From an optimization exercise on the open Yosys and OpenROAD flow, aimed at small area, a short achievable clock period and few clock cycles per item; shortcuts taken in it are not production practice.
Only simulation tests tie the RTL to the original design; equivalence was not proved.

==> design.v <==
module lim_node (
    input  wire         clk,
    input  wire         rst,         
    input  wire         in_valid,
    output wire         in_ready,
    input  wire [255:0] in_x,        
    input  wire [31:0]  in_thr,      
    input  wire [31:0]  in_kq,       
    output wire         out_valid,
    input  wire         out_ready,
    output wire [255:0] out_y,       
    output wire [31:0]  out_gmin     
);
    localparam [31:0] ONE = 32'h8000_0000;
    localparam [3:0] S_IDLE     = 4'd0,
                     S_RSETUP   = 4'd1,
                     S_DIV      = 4'd2,
                     S_GSETUP   = 4'd3,
                     S_LATERM   = 4'd4,
                     S_REL      = 4'd5,
                     S_YOUT     = 4'd6,
                     S_OUT      = 4'd7;
    reg  [3:0]   state;
    reg  [2:0]   i;               
    reg  [3:0]   j;               
    reg          div_la;          
    reg  [255:0] x;               
    reg  [30:0]  thr;             
    reg  [31:0]  kq;
    reg  [255:0] r;               
    reg  [255:0] y;               
    reg  [31:0]  g_last;          
    reg  [31:0]  gp;              
    reg  [31:0]  lim;             
    reg  [31:0]  g_cur;           
    reg  [31:0]  gmin;
    reg  [32:0]  rem;
    reg  [32:0]  den;
    reg  [34:0]  dvd;             
    reg  [31:0]  quo;
    reg  [5:0]   cnt;             
    wire [31:0] x_i   = x[32*i +: 32];
    wire [31:0] ax_i  = x_i[31] ? (~x_i + 32'd1) : x_i;      
    wire [31:0] r_j   = r[32*j[2:0] +: 32];
    wire signed [31:0] thr_in_s = in_thr;
    wire [30:0] thr_clamped = (thr_in_s < 32'sd256) ? 31'd256 : in_thr[30:0];
    wire [31:0] la_diff = g_last - r_j;
    wire [34:0] la_num  = la_diff * ({1'b0, i} + 4'd1);
    wire [33:0] rem_sh  = {rem, dvd[34]};
    wire        fits    = rem_sh >= {1'b0, den};
    wire [33:0] rem_sub = rem_sh - {1'b0, den};
    wire [31:0] mul_a = (state == S_REL) ? (ONE - gp) : ax_i;
    wire [31:0] mul_b = (state == S_REL) ? kq         : g_cur;
    wire [63:0] prod  = mul_a * mul_b;
    wire [33:0] rel   = {2'b00, gp} + {1'b0, prod[63:31]};
    wire [31:0] g_new = ({2'b00, lim} < rel) ? lim : rel[31:0];
    wire [31:0] y_mag = prod[62:31];
    wire [31:0] y_i   = x_i[31] ? (~y_mag + 32'd1) : y_mag;
    assign in_ready  = (state == S_IDLE);
    assign out_valid = (state == S_OUT);
    assign out_y     = y;
    assign out_gmin  = gmin;
    always @(posedge clk) begin
        if (rst) begin
            state  <= S_IDLE;
            g_last <= ONE;
        end else begin
            case (state)
            S_IDLE: begin
                if (in_valid) begin
                    x     <= in_x;
                    thr   <= thr_clamped;
                    kq    <= in_kq;
                    i     <= 3'd0;
                    state <= S_RSETUP;
                end
            end
            S_RSETUP: begin
                if (ax_i > {1'b0, thr}) begin
                    rem    <= {2'b00, thr};
                    den    <= {1'b0, ax_i};
                    dvd    <= 35'd0;
                    quo    <= 32'd0;
                    cnt    <= 6'd31;
                    div_la <= 1'b0;
                    state  <= S_DIV;
                end else begin
                    r[32*i +: 32] <= ONE;
                    if (i == 3'd7) begin
                        i     <= 3'd0;
                        gp    <= g_last;
                        gmin  <= ONE;
                        state <= S_GSETUP;
                    end else begin
                        i <= i + 3'd1;
                    end
                end
            end
            S_DIV: begin
                rem <= fits ? rem_sub[32:0] : rem_sh[32:0];
                quo <= {quo[30:0], fits};
                dvd <= {dvd[33:0], 1'b0};
                cnt <= cnt - 6'd1;
                if (cnt == 6'd1) begin
                    if (div_la) begin
                        if ((g_last - {quo[30:0], fits}) < lim)
                            lim <= g_last - {quo[30:0], fits};
                        j     <= j + 4'd1;
                        state <= S_LATERM;
                    end else begin
                        r[32*i +: 32] <= {quo[30:0], fits};
                        if (i == 3'd7) begin
                            i     <= 3'd0;
                            gp    <= g_last;
                            gmin  <= ONE;
                            state <= S_GSETUP;
                        end else begin
                            i     <= i + 3'd1;
                            state <= S_RSETUP;
                        end
                    end
                end
            end
            S_GSETUP: begin
                lim   <= r[32*i +: 32];
                j     <= {1'b0, i} + 4'd1;
                state <= S_LATERM;
            end
            S_LATERM: begin
                if (j == 4'd8) begin
                    state <= S_REL;
                end else if (r_j < g_last) begin
                    rem    <= 33'd0;
                    den    <= {29'd0, j + 4'd1};
                    dvd    <= la_num;
                    quo    <= 32'd0;
                    cnt    <= 6'd35;
                    div_la <= 1'b1;
                    state  <= S_DIV;
                end else begin
                    j <= j + 4'd1;
                end
            end
            S_REL: begin
                g_cur <= g_new;
                gp    <= g_new;
                state <= S_YOUT;
            end
            S_YOUT: begin
                y[32*i +: 32] <= y_i;
                if (g_cur < gmin)
                    gmin <= g_cur;
                if (i == 3'd7) begin
                    g_last <= g_cur;
                    state  <= S_OUT;
                end else begin
                    i     <= i + 3'd1;
                    state <= S_GSETUP;
                end
            end
            S_OUT: begin
                if (out_ready)
                    state <= S_IDLE;
            end
            default: state <= S_IDLE;
            endcase
        end
    end
endmodule
==> run.sh <==
#!/bin/bash
# synth_recipe.tcl (not shown) runs the flow's synth.tcl, then flattens the netlist and writes it again
# the make line also repeats each setting of config.mk as NAME=value (left out here)
make -C /OpenROAD-flow-scripts/flow DESIGN_CONFIG=/design/flow/config.mk WORK_HOME=/design/flow/orfs CLKGATE_MAP_FILE= SYNTH_SCRIPT=/design/flow/synth_recipe.tcl finish
==> config.mk <==
export PLATFORM = sky130hd
export DESIGN_NAME = lim_node
export DESIGN_NICKNAME = lim_node
export VERILOG_FILES = /design/flow/design.v
export SDC_FILE = /design/flow/constraint.sdc
export NUM_CORES = 4
export LEC_CHECK = 0
export CAP_MARGIN = 20
export CORE_MARGIN = 2
export CORE_UTILIZATION = 40
export SLEW_MARGIN = 20
==> constraint.sdc <==
create_clock -name core_clock -period 17.0 [get_ports {clk}]
set_input_delay 3.4000 -clock core_clock [delete_from_list [all_inputs] [get_ports {clk}]]
set_output_delay 3.4000 -clock core_clock [all_outputs]
set_load 0.01 [all_outputs]
==> summary.txt <==
final cells by class:
cell class | count | area share [%]
clock inverter | 74 | 0.794
sequential | 1139 | 30.3
timing repair buffer | 895 | 7.50
antenna | 11 | 0.0246
multi-input combinational | 6219 | 50.5
inverter | 1222 | 4.11
clock buffer | 169 | 3.21
tap | 3167 | 3.55
layer usage:
| metal | up-vias | routed length (µm) |
|---|---|---|
| li1 | 32000 | - |
| met1 | 37900 | 135000 |
| met2 | 3762 | 167000 |
| met3 | 828 | 32300 |
| met4 | 16 | 21100 |
| met5 | - | 111 |
through the flow:
stage | setup slack [ns]
global placement | 0.416
floorplan | 0.521
CTS | 0.00955
detailed placement | 0.0789
finish | 0.736
global route | 0.0493
cell families after synthesis:
logic type                 synth area share, %
and+or+nand+nor                           11.5
buffers and inverters                     6.66
AOI/OAI and AO/OA                         11.0
adders and majority gates                 27.3
DFF                                       35.2
muxes                                     6.00
xor gates and xnor gates                  2.30
repair_timing:
item	4_1_cts	5_1_grt
endpoints found under the setup margin	0	64
hold buffers	0	0
buffers inserted	0	2
hold endpoints to repair	0	0
gates resized for setup	0	16
critical path: cells and delay by family, from the launching register on:
kind / cells / cell delay (ns)
and+or+nand+nor: 10 / 2.10
adders and majority gates: 12 / 5.46
xor gates and xnor gates: 3 / 0.59
DFF: 1 / 0.37
AOI/OAI and AO/OA: 26 / 5.97
muxes: 2 / 1.01
buffers and inverters: 6 / 0.61
cells in the mapped netlist (9+ instances only):
cell	instances
a211oi_1	23
a21boi_0	12
a21o_1	131
a21oi_1	251
a221oi_1	9
a22o_1	405
a31oi_1	80
and2_1	82
and3_1	71
and4_1	13
buf_1	49
buf_2	11
clkbuf_1	417
dfxtp_1	35
edfxtp_1	1104
fa_1	959
ha_1	564
inv_1	1218
mux2i_1	138
mux4_2	192
nand2_1	1199
nand2b_1	40
nand3_1	83
nand3b_1	9
nand4_1	50
nor2_1	800
nor2b_1	52
nor3_1	82
nor3b_1	13
nor4_1	25
o211ai_1	16
o21a_1	63
o21ai_0	358
o21ai_1	34
o21bai_1	33
o31ai_1	22
or2_2	16
or3_1	33
xnor2_1	149
xor2_1	90
flip-flops by register name, summed over array words and instances (netlist names):
| name | cells |
|---|---|
| j | 4 |
| g_cur | 32 |
| thr | 31 |
| y | 256 |
| state | 3 |
| rem | 33 |
| i | 3 |
| lim | 32 |
| cnt | 6 |
| gp | 32 |
| r | 256 |
| div_la | 1 |
| quo | 31 |
| g_last | 32 |
| den | 32 |
| gmin | 32 |
| kq | 32 |
| dvd | 35 |
| x | 256 |
final timing paths:
kind	endpoint	start	slack, ns
setup / recovery	gp[18]	i[0]	0.74
hold / removal	g_last[0]	g_last[0]	0.50
setup reg to reg	gp[18]	i[0]	0.74
hold reg to reg	g_last[0]	g_last[0]	0.50
==> flow_summary.toml <==
[run_status]
status = "timing/DRC/antenna clean"

[global_route]
grt_pass1_wl_um = 516000
top_usage_layer = "met2"
grt_use_met1_pct = 36.2
track_usage_pct = 28.8
use_met2_pct = 46.8
grt_max_degree = 193
met3_usage_pct = 6.14
grt_pass1_vias = 76200
antenna_found_initial = 27
grt-ovfl-total = 0

[layout]
drive_gt1_share_pct = 8.41
seq_area_um2 = 33900
final_cell_mix = "inv_1, nand2_1, edfxtp_1, fa_1, nor2_1"
fillers = 22000
area_delta_synth_final_pct = 16.2
final_core_util_pct = 46.8
final_common_cell = "inv_1"
multi_input_area_um2 = 56400
stdcell_area_um2 = 112000
instances_no_fill = 12900
nets = 11500

[floorplan]
core_um2 = 239000
num_io_pins = 614
fp.dieW_um = 494
fp-row-count = 179
start_util_pct = 40.3
die_area_um2 = 244000
die_h_um = 494

[worst_hold_path]
hold_path_class = "register to register"
hold_depth = 2

[setup_path]
cp.arrival_ns = 16.90
worstSetupStartpointType = "register"
rr_worst_depth = 59
cp-end-kind = "register"
critPathMaxFanout = 16
path_common_cell = "fa_1"
path_class = "register to register"
worst_ep_required_time_ns = 17.64
worst_path_max_delay_cell = "o21ai_1"
slowest_delay_ns = 0.75

[routing]
wl_per_cell_um = 27.6
first_pass_iters = 5
drc = 0
drt_iter0_drc = 7500
ant_nets = 0
wirelength_um = 355000
viasPerCell = 5.78
vias = 74500

[cts]
clkTransAtPathRegs_ns = 0.05
clkSinkCount = 1139
clockRootBuffer = "clkbuf_16"
clock_latency_ns = 0.85
cts_max_level = 4
cts_inserted_buffers = 136
cts_buffer_depth = 3
cts_tree = "yes"

[timing]
fin_setup_tns_ns = 0
rsz0062_at_grt = "no"
timing.hold.ws_ns = 0.503
post-route-period-util_pct = 95.7
setup_viol = 0
tightest_slew_ns = 1.45
max_freq_mhz = 61.5
final_hold_viol_count = 0
period_minus_slack_ns = 16.26
finClkSkew_ns = 0.105
slew_violations = 0
slew_headroom_pct = 3.09

[logic_synthesis]
synth.distinct_cells = 90
synth_edf_count = 1104
yosysTopAreaCell = "edfxtp_1"
synth-async-reset-ratio_pct = 0
synth_nets = 10900
ys_seq_area_share_pct = 35.2
synth_flop_cell = "edfxtp_1"
syn_area_per_cell_um2 = 10.6
yosys_warnings = 1
yosys_register_bits = 1139
synthCells = 9057
yosysTopAreaCellShare_pct = 34.5
syn_area_um2 = 96100
synth_area_leaders = "edfxtp_1, fa_1, ha_1, inv_1, nand2_1"

[place]
placed_area_um2 = 107000
portBuffers = 613
post-dp-hpwl_um = 273000
gp_congestion = 0.980
place_inst = 12600

[run]
max_cap_violations = 0
Testbench counts, summed over its fixed seeds: cycles 222,863, blocks 1,600.

## afterwards: timing with drivers on the ports
In the flow no input, the clock included, has a driving cell. The finished layout below was timed again as built, in two steps.
Step 1 sets driving cells, clkbuf_16 on the clock port and buf_2 on the other inputs (assumed; they add their load-dependent delay and slew).
Step 2 adds t to the input delays and takes it off the output delays; t is the mean of the earliest and latest rising clock arrival at the registers after step 1. Input paths then give back, and output paths get back, about the clock's delay inside the block.
a / b / c = ideal / step 1 / step 2; a / b = the first two.
t, ns: 0.897
setup slack, ns: 0.736 / 0.736 / 0.736
worst slew at a driven data input, ns: 0.14
After both steps setup and hold are still met in this run. The setup slack of this run moves by 0.000 ns with the drivers and by 0.000 ns with both steps.
